Context: an optimization exercise on an open-source flow, tuned for small area, a short achievable clock period and few clock cycles per item. The choices shown serve that exercise and are no tape-out recipe. The RTL was checked by simulation tests, not by an equivalence proof against the original design.

--- flow/run.sh ---
#!/bin/bash
# synth_recipe.tcl (not shown) runs the flow's synth.tcl, then flattens the netlist and writes it again
# the make line also repeats each setting of config.mk as NAME=value (left out here)
make -C /OpenROAD-flow-scripts/flow DESIGN_CONFIG=/design/flow/config.mk WORK_HOME=/design/flow/orfs CLKGATE_MAP_FILE= SYNTH_SCRIPT=/design/flow/synth_recipe.tcl finish
--- flow/config.mk ---
export PLATFORM = sky130hd
export DESIGN_NAME = dose_pulse_engine
export DESIGN_NICKNAME = dose_pulse_engine
export VERILOG_FILES = /design/flow/design.v
export SDC_FILE = /design/flow/constraint.sdc
export NUM_CORES = 4
export LEC_CHECK = 0
export ABC_CLOCK_PERIOD_IN_PS = 4000
export CAP_MARGIN = 20
export CORE_MARGIN = 2
export CORE_UTILIZATION = 40
export PLACE_DENSITY = 0.6
export SLEW_MARGIN = 20
--- flow/constraint.sdc ---
create_clock -name core_clock -period 12.0 [get_ports {clk}]
set_input_delay 2.4000 -clock core_clock [delete_from_list [all_inputs] [get_ports {clk}]]
set_output_delay 2.4000 -clock core_clock [all_outputs]
set_load 0.01 [all_outputs]
--- flow/design.v ---
module seq_divider (
    input  wire [15:0] r,
    input  wire [1:0]  b,
    input  wire [15:0] d,
    input  wire [17:0] d3,
    output wire [1:0]  q,
    output wire [15:0] r_next
);
    wire [17:0] t  = {r, b};
    wire [18:0] s1 = {1'b0, t} - {3'd0, d};
    wire [18:0] s2 = {1'b0, t} - {2'd0, d, 1'b0};
    wire [18:0] s3 = {1'b0, t} - {1'b0, d3};
    assign q = !s3[18] ? 2'd3 : !s2[18] ? 2'd2 : !s1[18] ? 2'd1 : 2'd0;
    assign r_next = !s3[18] ? s3[15:0] : !s2[18] ? s2[15:0] : !s1[18] ? s1[15:0] : t[15:0];
endmodule
module dose_pulse_engine (
    input  wire        clk,
    input  wire        rst,
    input  wire        in_valid,
    output wire        in_ready,
    input  wire [15:0] dose,
    input  wire [16:0] stitch,
    input  wire        lead,
    input  wire        last,
    input  wire [7:0]  weight,
    input  wire [15:0] w_lead,
    input  wire [15:0] w_trim,
    input  wire [6:0]  lead_share,
    input  wire [15:0] trim_f,
    input  wire [23:0] carry_in,
    input  wire [31:0] cal,
    input  wire [13:0] gain0,
    input  wire [13:0] gain1,
    input  wire [13:0] gain2,
    input  wire [13:0] cap,
    input  wire [7:0]  min_width,
    output wire        out_valid,
    input  wire        out_ready,
    output reg  [15:0] word,
    output reg  [23:0] carry_out,
    output reg  [29:0] delivered,
    output reg  [34:0] deficit,
    output reg         cap_hit
);
    reg  h_valid, s_valid;               
    wire en = !s_valid;                  
    assign in_ready  = !s_valid;
    assign out_valid = h_valid;
    function [23:0] to_carry;
        input [35:0] u;
        reg   [35:0] c;
        begin
            c = (u + 36'd128) >> 8;
            to_carry = (c > 36'hFF_FFFF) ? 24'hFF_FFFF : c[23:0];
        end
    endfunction
    wire [15:0] r_word;
    wire [23:0] r_carry;
    wire [29:0] r_del;
    wire [34:0] r_def;
    wire        r_chit;
    reg [15:0] s0_dose;
    reg [16:0] s0_stitch;
    reg [0:0] s0_lead;
    reg [0:0] s0_last;
    reg [7:0] s0_w;
    reg [15:0] s0_W;
    reg [0:0] s0_zl;
    reg [0:0] s0_zt;
    reg [6:0] s0_ls;
    reg [15:0] s0_f;
    reg [23:0] s0_c;
    reg [15:0] s0_rate;
    reg [7:0] s0_ton_raw;
    reg [0:0] s0_ret;
    reg [13:0] s0_g0;
    reg [13:0] s0_g1;
    reg [13:0] s0_g2;
    reg [13:0] s0_cap;
    reg [7:0] s0_mw;
    always @(posedge clk) if (en) begin
        s0_dose <= dose;
        s0_stitch <= stitch;
        s0_lead <= lead;
        s0_last <= last;
        s0_w <= weight;
        s0_W <= lead ? w_lead : w_trim;
        s0_zl <= (w_lead == 16'd0);
        s0_zt <= (w_trim == 16'd0);
        s0_ls <= lead_share;
        s0_f <= trim_f;
        s0_c <= carry_in;
        s0_rate <= cal[15:0];
        s0_ton_raw <= cal[23:16];
        s0_ret <= cal[25];
        s0_g0 <= gain0;
        s0_g1 <= gain1;
        s0_g2 <= gain2;
        s0_cap <= cap;
        s0_mw <= min_width;
    end
    wire [6:0]  c1_m   = s0_lead ? (s0_zt ? 7'd100 : s0_ls) : (s0_zl ? 7'd100 : 7'd100 - s0_ls);
    wire [32:0] c1_dqf = s0_dose * 17'd83887;              
    wire [9:0]  c1_dq  = c1_dqf[32:23];
    wire [8:0]  c1_tr  = {1'b0, s0_ton_raw} + 9'd2;
    wire [6:0]  c1_ton = c1_tr[8:2];
    reg [0:0] s1_last;
    reg [13:0] s1_wmax;
    reg [13:0] s1_g0;
    reg [9:0] s1_dq;
    reg [15:0] s1_rate;
    reg [6:0] s1_ton;
    reg [13:0] s1_g1;
    reg [6:0] s1_dr;
    reg [0:0] s1_supp;
    reg [7:0] s1_mw;
    reg [0:0] s1_c99;
    reg [23:0] s1_c;
    reg [15:0] s1_W;
    reg [15:0] s1_FF;
    reg [13:0] s1_g2;
    reg [15:0] s1_dose;
    reg [7:0] s1_w;
    reg [23:0] s1_A;
    always @(posedge clk) if (en) begin
        s1_last <= s0_last;
        s1_wmax <= (s0_cap > {7'd0, c1_ton}) ? s0_cap - {7'd0, c1_ton} : 14'd0;
        s1_g0 <= s0_g0;
        s1_dq <= c1_dq;
        s1_rate <= s0_rate;
        s1_ton <= c1_ton;
        s1_g1 <= s0_g1;
        s1_dr <= s0_dose[6:0] - c1_dq[6:0] * 7'd100;
        s1_supp <= s0_ret | (s0_rate == 16'd0);
        s1_mw <= s0_mw;
        s1_c99 <= !s0_lead;
        s1_c <= s0_c;
        s1_W <= s0_W;
        s1_FF <= (s0_lead | s0_zl) ? 16'h4000 : s0_f;
        s1_g2 <= s0_g2;
        s1_dose <= s0_dose;
        s1_w <= s0_w;
        s1_A <= s0_stitch * c1_m;
    end
    wire [47:0] c2_aqf = s1_A * 24'd10737419;               
    wire [16:0] c2_aq  = c2_aqf[46:30];
    reg [0:0] s2_last;
    reg [13:0] s2_wmax;
    reg [13:0] s2_g0;
    reg [9:0] s2_dq;
    reg [15:0] s2_rate;
    reg [6:0] s2_ton;
    reg [13:0] s2_g1;
    reg [6:0] s2_dr;
    reg [0:0] s2_supp;
    reg [7:0] s2_mw;
    reg [0:0] s2_c99;
    reg [23:0] s2_c;
    reg [15:0] s2_W;
    reg [6:0] s2_Ar;
    reg [15:0] s2_FF;
    reg [16:0] s2_Aq;
    reg [13:0] s2_g2;
    reg [15:0] s2_dose;
    reg [7:0] s2_w;
    always @(posedge clk) if (en) begin
        s2_last <= s1_last;
        s2_wmax <= s1_wmax;
        s2_g0 <= s1_g0;
        s2_dq <= s1_dq;
        s2_rate <= s1_rate;
        s2_ton <= s1_ton;
        s2_g1 <= s1_g1;
        s2_dr <= s1_dr;
        s2_supp <= s1_supp;
        s2_mw <= s1_mw;
        s2_c99 <= s1_c99;
        s2_c <= s1_c;
        s2_W <= s1_W;
        s2_Ar <= s1_A[6:0] - c2_aq[6:0] * 7'd100;
        s2_FF <= s1_FF;
        s2_Aq <= c2_aq;
        s2_g2 <= s1_g2;
        s2_dose <= s1_dose;
        s2_w <= s1_w;
    end
    reg [0:0] s3_last;
    reg [13:0] s3_wmax;
    reg [13:0] s3_g0;
    reg [15:0] s3_rate;
    reg [6:0] s3_ton;
    reg [13:0] s3_g1;
    reg [0:0] s3_supp;
    reg [7:0] s3_mw;
    reg [31:0] s3_X;
    reg [23:0] s3_c;
    reg [15:0] s3_W;
    reg [13:0] s3_y;
    reg [15:0] s3_FF;
    reg [13:0] s3_g2;
    reg [7:0] s3_w;
    always @(posedge clk) if (en) begin
        s3_last <= s2_last;
        s3_wmax <= s2_wmax;
        s3_g0 <= s2_g0;
        s3_rate <= s2_rate;
        s3_ton <= s2_ton;
        s3_g1 <= s2_g1;
        s3_supp <= s2_supp;
        s3_mw <= s2_mw;
        s3_X <= s2_dose * s2_Aq + s2_dq * s2_Ar;
        s3_c <= s2_c;
        s3_W <= s2_W;
        s3_y <= s2_dr * s2_Ar + (s2_c99 ? 14'd99 : 14'd0);
        s3_FF <= s2_FF;
        s3_g2 <= s2_g2;
        s3_w <= s2_w;
    end
    wire [28:0] c4_yqf = s3_y * 15'd20972;                  
    reg [0:0] s4_last;
    reg [13:0] s4_wmax;
    reg [13:0] s4_g0;
    reg [15:0] s4_rate;
    reg [6:0] s4_ton;
    reg [13:0] s4_g1;
    reg [0:0] s4_supp;
    reg [7:0] s4_mw;
    reg [23:0] s4_c;
    reg [15:0] s4_W;
    reg [15:0] s4_FF;
    reg [31:0] s4_x1;
    reg [13:0] s4_g2;
    reg [7:0] s4_w;
    always @(posedge clk) if (en) begin
        s4_last <= s3_last;
        s4_wmax <= s3_wmax;
        s4_g0 <= s3_g0;
        s4_rate <= s3_rate;
        s4_ton <= s3_ton;
        s4_g1 <= s3_g1;
        s4_supp <= s3_supp;
        s4_mw <= s3_mw;
        s4_c <= s3_c;
        s4_W <= s3_W;
        s4_FF <= s3_FF;
        s4_x1 <= s3_X + {25'd0, c4_yqf[27:21]};
        s4_g2 <= s3_g2;
        s4_w <= s3_w;
    end
    wire [47:0] c5_xf = s4_x1 * s4_FF;
    reg [0:0] s5_last;
    reg [13:0] s5_wmax;
    reg [13:0] s5_g0;
    reg [15:0] s5_rate;
    reg [6:0] s5_ton;
    reg [13:0] s5_g1;
    reg [0:0] s5_supp;
    reg [7:0] s5_mw;
    reg [23:0] s5_c;
    reg [15:0] s5_W;
    reg [13:0] s5_g2;
    reg [7:0] s5_w;
    reg [33:0] s5_x;
    always @(posedge clk) if (en) begin
        s5_last <= s4_last;
        s5_wmax <= s4_wmax;
        s5_g0 <= s4_g0;
        s5_rate <= s4_rate;
        s5_ton <= s4_ton;
        s5_g1 <= s4_g1;
        s5_supp <= s4_supp;
        s5_mw <= s4_mw;
        s5_c <= s4_c;
        s5_W <= s4_W;
        s5_g2 <= s4_g2;
        s5_w <= s4_w;
        s5_x <= c5_xf[47:14];
    end
    wire [41:0] c6_n = s5_x * s5_w + {27'd0, s5_W[15:1]};
    reg [0:0] s6_last;
    reg [13:0] s6_wmax;
    reg [13:0] s6_g0;
    reg [17:0] s6_D3;
    reg [15:0] s6_rate;
    reg [6:0] s6_ton;
    reg [33:0] s6_Z;
    reg [13:0] s6_g1;
    reg [0:0] s6_supp;
    reg [7:0] s6_mw;
    reg [23:0] s6_c;
    reg [15:0] s6_D;
    reg [13:0] s6_g2;
    reg [15:0] s6_R;
    always @(posedge clk) if (en) begin
        s6_last <= s5_last;
        s6_wmax <= s5_wmax;
        s6_g0 <= s5_g0;
        s6_D3 <= {2'b0, s5_W} + {1'b0, s5_W, 1'b0};
        s6_rate <= s5_rate;
        s6_ton <= s5_ton;
        s6_Z <= c6_n[33:0];
        s6_g1 <= s5_g1;
        s6_supp <= s5_supp;
        s6_mw <= s5_mw;
        s6_c <= s5_c;
        s6_D <= s5_W;
        s6_g2 <= s5_g2;
        s6_R <= {8'd0, c6_n[41:34]};
    end
    wire [15:0] c7_r0; wire [1:0] c7_q0;
    seq_divider c7_u0 (.r(s6_R), .b(s6_Z[33:32]), .d(s6_D), .d3(s6_D3), .q(c7_q0), .r_next(c7_r0));
    wire [15:0] c7_r1; wire [1:0] c7_q1;
    seq_divider c7_u1 (.r(c7_r0), .b(s6_Z[31:30]), .d(s6_D), .d3(s6_D3), .q(c7_q1), .r_next(c7_r1));
    reg [0:0] s7_last;
    reg [13:0] s7_wmax;
    reg [13:0] s7_g0;
    reg [17:0] s7_D3;
    reg [15:0] s7_rate;
    reg [6:0] s7_ton;
    reg [33:0] s7_Z;
    reg [13:0] s7_g1;
    reg [0:0] s7_supp;
    reg [7:0] s7_mw;
    reg [23:0] s7_c;
    reg [15:0] s7_D;
    reg [13:0] s7_g2;
    reg [15:0] s7_R;
    always @(posedge clk) if (en) begin
        s7_last <= s6_last;
        s7_wmax <= s6_wmax;
        s7_g0 <= s6_g0;
        s7_D3 <= s6_D3;
        s7_rate <= s6_rate;
        s7_ton <= s6_ton;
        s7_Z <= {s6_Z[29:0], c7_q0, c7_q1};
        s7_g1 <= s6_g1;
        s7_supp <= s6_supp;
        s7_mw <= s6_mw;
        s7_c <= s6_c;
        s7_D <= s6_D;
        s7_g2 <= s6_g2;
        s7_R <= c7_r1;
    end
    wire [15:0] c8_r0; wire [1:0] c8_q0;
    seq_divider c8_u0 (.r(s7_R), .b(s7_Z[33:32]), .d(s7_D), .d3(s7_D3), .q(c8_q0), .r_next(c8_r0));
    wire [15:0] c8_r1; wire [1:0] c8_q1;
    seq_divider c8_u1 (.r(c8_r0), .b(s7_Z[31:30]), .d(s7_D), .d3(s7_D3), .q(c8_q1), .r_next(c8_r1));
    reg [0:0] s8_last;
    reg [13:0] s8_wmax;
    reg [13:0] s8_g0;
    reg [17:0] s8_D3;
    reg [15:0] s8_rate;
    reg [6:0] s8_ton;
    reg [33:0] s8_Z;
    reg [13:0] s8_g1;
    reg [0:0] s8_supp;
    reg [7:0] s8_mw;
    reg [23:0] s8_c;
    reg [15:0] s8_D;
    reg [13:0] s8_g2;
    reg [15:0] s8_R;
    always @(posedge clk) if (en) begin
        s8_last <= s7_last;
        s8_wmax <= s7_wmax;
        s8_g0 <= s7_g0;
        s8_D3 <= s7_D3;
        s8_rate <= s7_rate;
        s8_ton <= s7_ton;
        s8_Z <= {s7_Z[29:0], c8_q0, c8_q1};
        s8_g1 <= s7_g1;
        s8_supp <= s7_supp;
        s8_mw <= s7_mw;
        s8_c <= s7_c;
        s8_D <= s7_D;
        s8_g2 <= s7_g2;
        s8_R <= c8_r1;
    end
    wire [15:0] c9_r0; wire [1:0] c9_q0;
    seq_divider c9_u0 (.r(s8_R), .b(s8_Z[33:32]), .d(s8_D), .d3(s8_D3), .q(c9_q0), .r_next(c9_r0));
    wire [15:0] c9_r1; wire [1:0] c9_q1;
    seq_divider c9_u1 (.r(c9_r0), .b(s8_Z[31:30]), .d(s8_D), .d3(s8_D3), .q(c9_q1), .r_next(c9_r1));
    reg [0:0] s9_last;
    reg [13:0] s9_wmax;
    reg [13:0] s9_g0;
    reg [17:0] s9_D3;
    reg [15:0] s9_rate;
    reg [6:0] s9_ton;
    reg [33:0] s9_Z;
    reg [13:0] s9_g1;
    reg [0:0] s9_supp;
    reg [7:0] s9_mw;
    reg [23:0] s9_c;
    reg [15:0] s9_D;
    reg [13:0] s9_g2;
    reg [15:0] s9_R;
    always @(posedge clk) if (en) begin
        s9_last <= s8_last;
        s9_wmax <= s8_wmax;
        s9_g0 <= s8_g0;
        s9_D3 <= s8_D3;
        s9_rate <= s8_rate;
        s9_ton <= s8_ton;
        s9_Z <= {s8_Z[29:0], c9_q0, c9_q1};
        s9_g1 <= s8_g1;
        s9_supp <= s8_supp;
        s9_mw <= s8_mw;
        s9_c <= s8_c;
        s9_D <= s8_D;
        s9_g2 <= s8_g2;
        s9_R <= c9_r1;
    end
    wire [15:0] c10_r0; wire [1:0] c10_q0;
    seq_divider c10_u0 (.r(s9_R), .b(s9_Z[33:32]), .d(s9_D), .d3(s9_D3), .q(c10_q0), .r_next(c10_r0));
    wire [15:0] c10_r1; wire [1:0] c10_q1;
    seq_divider c10_u1 (.r(c10_r0), .b(s9_Z[31:30]), .d(s9_D), .d3(s9_D3), .q(c10_q1), .r_next(c10_r1));
    reg [0:0] s10_last;
    reg [13:0] s10_wmax;
    reg [13:0] s10_g0;
    reg [17:0] s10_D3;
    reg [15:0] s10_rate;
    reg [6:0] s10_ton;
    reg [33:0] s10_Z;
    reg [13:0] s10_g1;
    reg [0:0] s10_supp;
    reg [7:0] s10_mw;
    reg [23:0] s10_c;
    reg [15:0] s10_D;
    reg [13:0] s10_g2;
    reg [15:0] s10_R;
    always @(posedge clk) if (en) begin
        s10_last <= s9_last;
        s10_wmax <= s9_wmax;
        s10_g0 <= s9_g0;
        s10_D3 <= s9_D3;
        s10_rate <= s9_rate;
        s10_ton <= s9_ton;
        s10_Z <= {s9_Z[29:0], c10_q0, c10_q1};
        s10_g1 <= s9_g1;
        s10_supp <= s9_supp;
        s10_mw <= s9_mw;
        s10_c <= s9_c;
        s10_D <= s9_D;
        s10_g2 <= s9_g2;
        s10_R <= c10_r1;
    end
    wire [15:0] c11_r0; wire [1:0] c11_q0;
    seq_divider c11_u0 (.r(s10_R), .b(s10_Z[33:32]), .d(s10_D), .d3(s10_D3), .q(c11_q0), .r_next(c11_r0));
    wire [15:0] c11_r1; wire [1:0] c11_q1;
    seq_divider c11_u1 (.r(c11_r0), .b(s10_Z[31:30]), .d(s10_D), .d3(s10_D3), .q(c11_q1), .r_next(c11_r1));
    reg [0:0] s11_last;
    reg [13:0] s11_wmax;
    reg [13:0] s11_g0;
    reg [17:0] s11_D3;
    reg [15:0] s11_rate;
    reg [6:0] s11_ton;
    reg [33:0] s11_Z;
    reg [13:0] s11_g1;
    reg [0:0] s11_supp;
    reg [7:0] s11_mw;
    reg [23:0] s11_c;
    reg [15:0] s11_D;
    reg [13:0] s11_g2;
    reg [15:0] s11_R;
    always @(posedge clk) if (en) begin
        s11_last <= s10_last;
        s11_wmax <= s10_wmax;
        s11_g0 <= s10_g0;
        s11_D3 <= s10_D3;
        s11_rate <= s10_rate;
        s11_ton <= s10_ton;
        s11_Z <= {s10_Z[29:0], c11_q0, c11_q1};
        s11_g1 <= s10_g1;
        s11_supp <= s10_supp;
        s11_mw <= s10_mw;
        s11_c <= s10_c;
        s11_D <= s10_D;
        s11_g2 <= s10_g2;
        s11_R <= c11_r1;
    end
    wire [15:0] c12_r0; wire [1:0] c12_q0;
    seq_divider c12_u0 (.r(s11_R), .b(s11_Z[33:32]), .d(s11_D), .d3(s11_D3), .q(c12_q0), .r_next(c12_r0));
    wire [15:0] c12_r1; wire [1:0] c12_q1;
    seq_divider c12_u1 (.r(c12_r0), .b(s11_Z[31:30]), .d(s11_D), .d3(s11_D3), .q(c12_q1), .r_next(c12_r1));
    reg [0:0] s12_last;
    reg [13:0] s12_wmax;
    reg [13:0] s12_g0;
    reg [17:0] s12_D3;
    reg [15:0] s12_rate;
    reg [6:0] s12_ton;
    reg [33:0] s12_Z;
    reg [13:0] s12_g1;
    reg [0:0] s12_supp;
    reg [7:0] s12_mw;
    reg [23:0] s12_c;
    reg [15:0] s12_D;
    reg [13:0] s12_g2;
    reg [15:0] s12_R;
    always @(posedge clk) if (en) begin
        s12_last <= s11_last;
        s12_wmax <= s11_wmax;
        s12_g0 <= s11_g0;
        s12_D3 <= s11_D3;
        s12_rate <= s11_rate;
        s12_ton <= s11_ton;
        s12_Z <= {s11_Z[29:0], c12_q0, c12_q1};
        s12_g1 <= s11_g1;
        s12_supp <= s11_supp;
        s12_mw <= s11_mw;
        s12_c <= s11_c;
        s12_D <= s11_D;
        s12_g2 <= s11_g2;
        s12_R <= c12_r1;
    end
    wire [15:0] c13_r0; wire [1:0] c13_q0;
    seq_divider c13_u0 (.r(s12_R), .b(s12_Z[33:32]), .d(s12_D), .d3(s12_D3), .q(c13_q0), .r_next(c13_r0));
    wire [15:0] c13_r1; wire [1:0] c13_q1;
    seq_divider c13_u1 (.r(c13_r0), .b(s12_Z[31:30]), .d(s12_D), .d3(s12_D3), .q(c13_q1), .r_next(c13_r1));
    wire [29:0] c13_r0f = s12_rate * s12_g0;
    wire [29:0] c13_r1f = s12_rate * s12_g1;
    wire [29:0] c13_r2f = s12_rate * s12_g2;
    reg [0:0] s13_last;
    reg [13:0] s13_wmax;
    reg [17:0] s13_D3;
    reg [15:0] s13_rate;
    reg [6:0] s13_ton;
    reg [33:0] s13_Z;
    reg [15:0] s13_r2;
    reg [0:0] s13_supp;
    reg [7:0] s13_mw;
    reg [23:0] s13_c;
    reg [15:0] s13_D;
    reg [15:0] s13_r1;
    reg [15:0] s13_r0;
    reg [15:0] s13_R;
    always @(posedge clk) if (en) begin
        s13_last <= s12_last;
        s13_wmax <= s12_wmax;
        s13_D3 <= s12_D3;
        s13_rate <= s12_rate;
        s13_ton <= s12_ton;
        s13_Z <= {s12_Z[29:0], c13_q0, c13_q1};
        s13_r2 <= c13_r2f[29:14];
        s13_supp <= s12_supp;
        s13_mw <= s12_mw;
        s13_c <= s12_c;
        s13_D <= s12_D;
        s13_r1 <= c13_r1f[29:14];
        s13_r0 <= c13_r0f[29:14];
        s13_R <= c13_r1;
    end
    wire [15:0] c14_r0; wire [1:0] c14_q0;
    seq_divider c14_u0 (.r(s13_R), .b(s13_Z[33:32]), .d(s13_D), .d3(s13_D3), .q(c14_q0), .r_next(c14_r0));
    wire [15:0] c14_r1; wire [1:0] c14_q1;
    seq_divider c14_u1 (.r(c14_r0), .b(s13_Z[31:30]), .d(s13_D), .d3(s13_D3), .q(c14_q1), .r_next(c14_r1));
    wire [14:0] c14_wm1 = {1'b0, s13_wmax} + 15'd1;
    reg [0:0] s14_last;
    reg [13:0] s14_wmax;
    reg [17:0] s14_D3;
    reg [30:0] s14_T2;
    reg [15:0] s14_rate;
    reg [6:0] s14_ton;
    reg [33:0] s14_Z;
    reg [15:0] s14_r2;
    reg [0:0] s14_supp;
    reg [7:0] s14_mw;
    reg [30:0] s14_T3;
    reg [23:0] s14_c;
    reg [15:0] s14_D;
    reg [15:0] s14_r1;
    reg [30:0] s14_T0;
    reg [15:0] s14_r0;
    reg [15:0] s14_R;
    reg [30:0] s14_T1;
    always @(posedge clk) if (en) begin
        s14_last <= s13_last;
        s14_wmax <= s13_wmax;
        s14_D3 <= s13_D3;
        s14_T2 <= c14_wm1 * s13_r2;
        s14_rate <= s13_rate;
        s14_ton <= s13_ton;
        s14_Z <= {s13_Z[29:0], c14_q0, c14_q1};
        s14_r2 <= s13_r2;
        s14_supp <= s13_supp;
        s14_mw <= s13_mw;
        s14_T3 <= c14_wm1 * s13_rate;
        s14_c <= s13_c;
        s14_D <= s13_D;
        s14_r1 <= s13_r1;
        s14_T0 <= c14_wm1 * s13_r0;
        s14_r0 <= s13_r0;
        s14_R <= c14_r1;
        s14_T1 <= c14_wm1 * s13_r1;
    end
    wire [15:0] c15_r0; wire [1:0] c15_q0;
    seq_divider c15_u0 (.r(s14_R), .b(s14_Z[33:32]), .d(s14_D), .d3(s14_D3), .q(c15_q0), .r_next(c15_r0));
    reg [0:0] s15_last;
    reg [13:0] s15_wmax;
    reg [30:0] s15_T2;
    reg [15:0] s15_rate;
    reg [6:0] s15_ton;
    reg [15:0] s15_r2;
    reg [33:0] s15_share;
    reg [0:0] s15_supp;
    reg [17:0] s15_q2;
    reg [17:0] s15_q0;
    reg [7:0] s15_mw;
    reg [30:0] s15_T3;
    reg [23:0] s15_c;
    reg [17:0] s15_q3;
    reg [17:0] s15_q1;
    reg [15:0] s15_r1;
    reg [30:0] s15_T0;
    reg [15:0] s15_r0;
    reg [29:0] s15_dcap;
    reg [30:0] s15_T1;
    always @(posedge clk) if (en) begin
        s15_last <= s14_last;
        s15_wmax <= s14_wmax;
        s15_T2 <= s14_T2;
        s15_rate <= s14_rate;
        s15_ton <= s14_ton;
        s15_r2 <= s14_r2;
        s15_share <= {s14_Z[31:0], c15_q0};
        s15_supp <= s14_supp;
        s15_q2 <= {2'b0, s14_r2} + {1'b0, s14_r2, 1'b0};
        s15_q0 <= {2'b0, s14_r0} + {1'b0, s14_r0, 1'b0};
        s15_mw <= s14_mw;
        s15_T3 <= s14_T3;
        s15_c <= s14_c;
        s15_q3 <= {2'b0, s14_rate} + {1'b0, s14_rate, 1'b0};
        s15_q1 <= {2'b0, s14_r1} + {1'b0, s14_r1, 1'b0};
        s15_r1 <= s14_r1;
        s15_T0 <= s14_T0;
        s15_r0 <= s14_r0;
        s15_dcap <= s14_T3[29:0] - {14'd0, s14_rate};
        s15_T1 <= s14_T1;
    end
    wire [35:0] c16_d0 = {2'b0, s15_share} + {4'd0, s15_c, 8'd0} - {5'd0, s15_T0};
    wire [35:0] c16_d1 = {2'b0, s15_share} + {4'd0, s15_c, 8'd0} - {5'd0, s15_T1};
    wire [35:0] c16_d2 = {2'b0, s15_share} + {4'd0, s15_c, 8'd0} - {5'd0, s15_T2};
    wire [35:0] c16_d3 = {2'b0, s15_share} + {4'd0, s15_c, 8'd0} - {5'd0, s15_T3};
    wire c16_f0 = c16_d0[35];
    wire c16_f1 = c16_d1[35];
    wire c16_f2 = c16_d2[35];
    wire c16_f3 = c16_d3[35];
    wire [15:0] c16_r = c16_f0 ? s15_r0 : c16_f1 ? s15_r1 : c16_f2 ? s15_r2 : s15_rate;
    reg [0:0] s16_last;
    reg [15:0] s16_rs;
    reg [13:0] s16_wmax;
    reg [34:0] s16_e;
    reg [6:0] s16_ton;
    reg [17:0] s16_rs3;
    reg [0:0] s16_capd;
    reg [0:0] s16_supp;
    reg [7:0] s16_mw;
    reg [29:0] s16_dcap;
    reg [1:0] s16_lv;
    always @(posedge clk) if (en) begin
        s16_last <= s15_last;
        s16_rs <= c16_r;
        s16_wmax <= s15_wmax;
        s16_e <= {1'b0, s15_share} + {3'd0, s15_c, 8'd0};
        s16_ton <= s15_ton;
        s16_rs3 <= c16_f0 ? s15_q0 : c16_f1 ? s15_q1 : c16_f2 ? s15_q2 : s15_q3;
        s16_capd <= !(c16_f0 | c16_f1 | c16_f2 | c16_f3);
        s16_supp <= s15_supp;
        s16_mw <= s15_mw;
        s16_dcap <= s15_dcap;
        s16_lv <= c16_f0 ? 2'd0 : c16_f1 ? 2'd1 : c16_f2 ? 2'd2 : 2'd3;
    end
    wire [15:0] c17_r0; wire [1:0] c17_q0;
    seq_divider c17_u0 (.r(s16_e[29:14]), .b(s16_e[13:12]), .d(s16_rs), .d3(s16_rs3), .q(c17_q0), .r_next(c17_r0));
    wire [15:0] c17_r1; wire [1:0] c17_q1;
    seq_divider c17_u1 (.r(c17_r0), .b(s16_e[11:10]), .d(s16_rs), .d3(s16_rs3), .q(c17_q1), .r_next(c17_r1));
    wire [23:0] c17_mwr = s16_mw * s16_rs;
    reg [0:0] s17_last;
    reg [15:0] s17_rs;
    reg [13:0] s17_wmax;
    reg [34:0] s17_e;
    reg [29:0] s17_alt;
    reg [13:0] s17_wZ;
    reg [6:0] s17_ton;
    reg [17:0] s17_rs3;
    reg [0:0] s17_capd;
    reg [15:0] s17_wR;
    reg [0:0] s17_supp;
    reg [7:0] s17_mw;
    reg [0:0] s17_half;
    reg [1:0] s17_lv;
    always @(posedge clk) if (en) begin
        s17_last <= s16_last;
        s17_rs <= s16_rs;
        s17_wmax <= s16_wmax;
        s17_e <= s16_e;
        s17_alt <= s16_capd ? s16_dcap : {6'd0, c17_mwr};
        s17_wZ <= {s16_e[9:0], c17_q0, c17_q1};
        s17_ton <= s16_ton;
        s17_rs3 <= s16_rs3;
        s17_capd <= s16_capd;
        s17_wR <= c17_r1;
        s17_supp <= s16_supp;
        s17_mw <= s16_mw;
        s17_half <= {s16_e, 1'b0} >= {12'd0, c17_mwr};
        s17_lv <= s16_lv;
    end
    wire [15:0] c18_r0; wire [1:0] c18_q0;
    seq_divider c18_u0 (.r(s17_wR), .b(s17_wZ[13:12]), .d(s17_rs), .d3(s17_rs3), .q(c18_q0), .r_next(c18_r0));
    wire [15:0] c18_r1; wire [1:0] c18_q1;
    seq_divider c18_u1 (.r(c18_r0), .b(s17_wZ[11:10]), .d(s17_rs), .d3(s17_rs3), .q(c18_q1), .r_next(c18_r1));
    reg [0:0] s18_last;
    reg [15:0] s18_rs;
    reg [13:0] s18_wmax;
    reg [34:0] s18_e;
    reg [29:0] s18_alt;
    reg [13:0] s18_wZ;
    reg [6:0] s18_ton;
    reg [17:0] s18_rs3;
    reg [0:0] s18_capd;
    reg [15:0] s18_wR;
    reg [0:0] s18_supp;
    reg [7:0] s18_mw;
    reg [0:0] s18_half;
    reg [1:0] s18_lv;
    always @(posedge clk) if (en) begin
        s18_last <= s17_last;
        s18_rs <= s17_rs;
        s18_wmax <= s17_wmax;
        s18_e <= s17_e;
        s18_alt <= s17_alt;
        s18_wZ <= {s17_wZ[9:0], c18_q0, c18_q1};
        s18_ton <= s17_ton;
        s18_rs3 <= s17_rs3;
        s18_capd <= s17_capd;
        s18_wR <= c18_r1;
        s18_supp <= s17_supp;
        s18_mw <= s17_mw;
        s18_half <= s17_half;
        s18_lv <= s17_lv;
    end
    wire [15:0] c19_r0; wire [1:0] c19_q0;
    seq_divider c19_u0 (.r(s18_wR), .b(s18_wZ[13:12]), .d(s18_rs), .d3(s18_rs3), .q(c19_q0), .r_next(c19_r0));
    wire [15:0] c19_r1; wire [1:0] c19_q1;
    seq_divider c19_u1 (.r(c19_r0), .b(s18_wZ[11:10]), .d(s18_rs), .d3(s18_rs3), .q(c19_q1), .r_next(c19_r1));
    reg [0:0] s19_last;
    reg [15:0] s19_rs;
    reg [13:0] s19_wmax;
    reg [34:0] s19_e;
    reg [29:0] s19_alt;
    reg [13:0] s19_wZ;
    reg [6:0] s19_ton;
    reg [17:0] s19_rs3;
    reg [0:0] s19_capd;
    reg [15:0] s19_wR;
    reg [0:0] s19_supp;
    reg [7:0] s19_mw;
    reg [0:0] s19_half;
    reg [1:0] s19_lv;
    always @(posedge clk) if (en) begin
        s19_last <= s18_last;
        s19_rs <= s18_rs;
        s19_wmax <= s18_wmax;
        s19_e <= s18_e;
        s19_alt <= s18_alt;
        s19_wZ <= {s18_wZ[9:0], c19_q0, c19_q1};
        s19_ton <= s18_ton;
        s19_rs3 <= s18_rs3;
        s19_capd <= s18_capd;
        s19_wR <= c19_r1;
        s19_supp <= s18_supp;
        s19_mw <= s18_mw;
        s19_half <= s18_half;
        s19_lv <= s18_lv;
    end
    wire [15:0] c20_r0; wire [1:0] c20_q0;
    seq_divider c20_u0 (.r(s19_wR), .b(s19_wZ[13:12]), .d(s19_rs), .d3(s19_rs3), .q(c20_q0), .r_next(c20_r0));
    wire [13:0] c20_wq   = {s19_wZ[11:0], c20_q0};
    wire [13:0] c20_wfit = s19_capd ? s19_wmax : c20_wq;
    wire        c20_blw  = c20_wfit < {6'd0, s19_mw};
    wire        c20_useF = !s19_supp & !s19_capd & !c20_blw;
    wire        c20_rais = s19_last & s19_half & (s19_wmax >= {6'd0, s19_mw});
    wire        c20_useA = !s19_supp & (c20_blw ? c20_rais : s19_capd);
    wire [35:0] c20_ea  = {1'b0, s19_e} - {6'd0, s19_alt};
    wire [35:0] c20_eap = c20_ea[35] ? 36'd0 : c20_ea;
    reg [0:0] s20_capd;
    reg [0:0] s20_last;
    reg [0:0] s20_supp;
    reg [23:0] s20_cz;
    reg [34:0] s20_e;
    reg [34:0] s20_ea;
    reg [23:0] s20_ca;
    reg [29:0] s20_alt;
    reg [15:0] s20_rem;
    reg [6:0] s20_ton;
    reg [0:0] s20_useF;
    reg [13:0] s20_wid;
    reg [0:0] s20_half;
    reg [0:0] s20_useA;
    reg [1:0] s20_lv;
    always @(posedge clk) if (en) begin
        s20_capd <= s19_capd;
        s20_last <= s19_last;
        s20_supp <= s19_supp;
        s20_cz <= to_carry({1'b0, s19_e});
        s20_e <= s19_e;
        s20_ea <= c20_ea[34:0];
        s20_ca <= to_carry(c20_eap);
        s20_alt <= s19_alt;
        s20_rem <= c20_r0;
        s20_ton <= s19_ton;
        s20_useF <= c20_useF;
        s20_wid <= c20_useF ? c20_wq : c20_useA ? (s19_capd ? s19_wmax : {6'd0, s19_mw}) : 14'd0;
        s20_half <= s19_half;
        s20_useA <= c20_useA;
        s20_lv <= s19_lv;
    end
    wire [34:0] c21_del  = s20_e - {19'd0, s20_rem};
    wire [34:0] c21_left = s20_useF ? {19'd0, s20_rem} : s20_useA ? s20_ea : s20_e;
    wire        c21_w0   = (s20_wid == 14'd0);
    wire [13:0] c21_wt   = s20_wid + {7'd0, s20_ton};
    assign r_chit  = s20_last & !s20_supp & (s20_capd | (c21_w0 & s20_half));
    assign r_word  = c21_w0 ? 16'd0 : {s20_lv, c21_wt};
    assign r_carry = s20_last ? 24'd0 : s20_useF ? to_carry({20'd0, s20_rem}) : s20_useA ? s20_ca : s20_cz;
    assign r_del   = s20_useF ? c21_del[29:0] : s20_useA ? s20_alt[29:0] : 30'd0;
    assign r_def   = (s20_last & (s20_supp | r_chit)) ? c21_left : 35'd0;
    reg [20:0] v;
    always @(posedge clk) begin
        if (rst) v <= 21'd0;
        else if (en) v <= {v[19:0], in_valid};
    end
    wire r_valid = v[20];
    reg [15:0] b_word; reg [23:0] b_carry; reg [29:0] b_del; reg [34:0] b_def; reg b_chit;
    wire take = h_valid & out_ready;
    always @(posedge clk) begin
        if (rst) begin
            h_valid <= 1'b0;
            s_valid <= 1'b0;
        end else if (s_valid) begin
            if (take) s_valid <= 1'b0;
        end else begin
            if (h_valid & !take) s_valid <= r_valid;
            else h_valid <= r_valid;
        end
    end
    always @(posedge clk) begin
        if (s_valid) begin
            if (take) begin
                word <= b_word; carry_out <= b_carry; delivered <= b_del;
                deficit <= b_def; cap_hit <= b_chit;
            end
        end else if (!h_valid | take) begin
            word <= r_word; carry_out <= r_carry; delivered <= r_del;
            deficit <= r_def; cap_hit <= r_chit;
        end
        if (!s_valid) begin
            b_word <= r_word; b_carry <= r_carry; b_del <= r_del; b_def <= r_def; b_chit <= r_chit;
        end
    end
endmodule
==> impl_metrics.json <==
{
  "status": "no timing/DRC/antenna violations",
  "final_area_sq_um": 358000,
  "hold_viol": 0,
  "worstPathArrival_ns": 9.98,
  "synth.largest_area_cell": "edfxtp_1",
  "firstDrtPassIters": 5,
  "holdPathStages": 0,
  "synth_top_cells_by_count": "edfxtp_1, inv_1, ha_1",
  "postCtsHoldBufs": 0,
  "finalMaxSlewViolations": 0,
  "fin_tns_setup_ns": 0,
  "synth_top_area_share_pct": 41.1,
  "setup_violations": 0,
  "synthFlopType": "edfxtp_1",
  "final_antenna_net_count": 0,
  "drc": 0,
  "hold_start": "s6_Z[16]",
  "synthTopCellsByArea": "edfxtp_1, fa_1, ha_1",
  "place_hpwl_mm": 570,
  "start_kind": "flop",
  "clock_skew_ns": 0.158,
  "rows": 330,
  "min_period_ns": 9.17,
  "cp-end-kind": "flop",
  "drive_above_1_share_pct": 4.89,
  "maxCapViolations": 0,
  "nets": 34816,
  "min_period_over_period_pct": 76.4,
  "grt_pass1_vias": 211467,
  "synth_area_sq_um": 325000,
  "num_io_pins": 330,
  "tightestPinTransition_ns": 1.16,
  "avgViaCountPerCell": 5.13,
  "clk_pin_slew_ns": 0.06,
  "rsz0062_at_grt": "false",
  "grt_pass1_wl_mm": 1180,
  "routed_wl_mm": 746,
  "die_area_sq_um": 819000,
  "hp-class": "reg2reg",
  "fp.dieH_um": 905,
  "fillers": 74384,
  "cts_buffer_depth": 4,
  "postCtsSetupBuffers": 0,
  "hold_end": "s7_Z[20]",
  "cts_root_buf": "clkbuf_16",
  "wire_per_inst_um": 18.7,
  "cts_resized": 0,
  "post-synth-top-count-cell": "edfxtp_1",
  "ys_async_sr_fraction_pct": 0,
  "ys_seq_elements": 4467,
  "crit_start": "s7_D3[0]",
  "synth_nets": 34413,
  "cp_data_required_time_ns": 12.81,
  "ys_seq_area_share_pct": 41.3,
  "crit_type": "reg2reg",
  "gp_congestion": 0.888,
  "die_w_um": 905,
  "cts_tree": "built",
  "r2r_slack_ns": 2.83,
  "synth_area_per_cell_sq_um": 11.5,
  "clkSinkCount": 4467,
  "antenna_found_initial": 46,
  "h-tree-depth": 5,
  "overflow": 0,
  "rr_startpoint": "s7_D3[0]",
  "seqCellArea_sq_um": 134000,
  "reg2regPathDepth": 26,
  "clock.fmax_ghz": 0.109,
  "ys_types": 99,
  "syn2layout_area_growth_pct": 10.2,
  "drtIter0Drc": 13406,
  "cts_made_buffers": 478,
  "initial_utilization_pct": 40.2,
  "cp_max_fo": 24,
  "slew-limit-headroom_pct": 21.6,
  "multi_input_area_sq_um": 172000,
  "grt_max_degree": 189,
  "hold-worst-slack_ns": 0.312,
  "num_vias": 204604,
  "r2r_end": "s8_R[15]",
  "core_area_sq_um": 808000,
  "ys_warn_count": 1,
  "track_usage_pct": 17.9,
  "synthCells": 28266,
  "synth_edf_count": 4444,
  "portBuffers": 321,
  "clk_latency_ns": 1.14,
  "post_dp_cell_area_sq_um": 342000
}
[how the worst max path moves through the flow]
stage                     cells after the start  slack [ns]       end
after floorplan                               3       -0.99  in_ready
after global placement                       26        2.99  s8_R[15]
after detailed placement                     26        2.90  s8_R[15]
after CTS                                    26        2.88  s8_R[15]
after global routing                         27        2.24  s8_R[12]
final                                        26        2.83  s8_R[15]
[sequential cells by signal, indices dropped and copies added, names as in the netlist, 35 cells and up]
signal   flops
s20_e       35
b_def       35
s19_e       35
s20_ea      35
deficit     35
s17_e       35
s18_e       35
s16_e       35
[area by class of cell]
type / instances / area share (%)
timing repair buffer: 622 / 1.59
clock inverter: 330 / 1.07
antenna: 14 / 0.00980
multi-input combinational: 18781 / 48.2
clock buffer: 553 / 3.43
sequential: 4467 / 37.4
tap: 10790 / 3.77
inverter: 4319 / 4.54
[cell usage in the layout, fill, tap and decap left out, types with 435 or more instances in the layout]
cell / instances
xor2_1: 435
o21ai_0: 881
fa_1: 2763
a21o_1: 464
inv_1: 4316
edfxtp_1: 4444
nor2_1: 1081
nand2_1: 2665
clkbuf_16: 479
xnor2_1: 854
ha_1: 3161
a21oi_1: 1049
and2_1: 1367
[kinds of logic (layout without fill, tap and decap cells)]
family / Yosys count / in the layout / share of synthesized area [%]
AOI/OAI and AO/OA: 4129 / 4129 / 8.30
xor gates and xnor gates: 1319 / 1319 / 3.56
adders and majority gates: 5925 / 5925 / 29.2
buffers and inverters: 5018 / 5824 / 5.82
DFF: 4467 / 4467 / 41.3
muxes: 472 / 472 / 1.51
other: 0 / 14 / 0
and+or+nand+nor: 6936 / 6936 / 10.3
[critical path: stages (launching register included)]
cell and delay, ns:
edfxtp_1 0.48, ha_1 0.23, inv_1 0.10, fa_1 0.41, a21o_1 0.19, a21oi_1 0.26, o21bai_1 0.10, a21oi_1 0.26
o21ai_0 0.27, a41oi_1 0.49, nor2_1 0.13, or3_1 0.59, a21o_1 0.31, a21oi_1 0.42, ha_1 0.35, nor2b_1 0.15
o21ai_0 0.22, a21boi_0 0.16, o21ai_0 0.26, a21o_1 0.19, a21boi_0 0.13, o311ai_0 0.64, a21oi_1 0.26, a41oi_1 0.34
a21o_1 0.72, nand3_1 0.73, o221a_2 0.53
[routing by layer]
layer	wire length (um)	up-vias	global-route usage (%)
li1	-	96914	-
met1	342000	102214	25.1
met2	346000	4356	29.6
met3	34000	1110	1.91
met4	23900	10	5.25
met5	58	-	0
[stage by stage]
stage / cells / setup slack, ns / utilization [%]
after floorplan: 28266 / -0.987 / -
after global placement: 38978 / 2.99 / 42.3
after detailed placement: 38978 / 2.90 / 42.3
after CTS: 39861 / 2.88 / 44.3
after global routing: 39867 / 2.24 / 44.3
final: 39876 / 2.83 / 44.3
Testbench counts, summed over its fixed seeds: cycles 3,376, items 3,200.

re-timing with driven ports:
No port has a modelled driver above. Below, the same layout with a new extraction and two added sets of constraints.
Step 1 assumes that a clkbuf_16 drives the clock port and a buf_2 every other input.
Step 2 adds t to the input delays and takes it off the output delays; t is the mean of the earliest and latest rising clock arrival at the registers after step 1. Input paths then give back, and output paths get back, about the clock's delay inside the block.
a / b / c = no drivers / after step 1 / after step 2; a / b = the first two.
t (ns): 1.191
setup slack, ns: 2.827 / 2.827 / 2.827
worst data-port slew with drivers (ns): 0.07
cell pins on the clock port's net: 1
After both steps this run still meets setup and hold. The setup slack of this run moves by 0.000 ns with the drivers and by 0.000 ns with both steps.
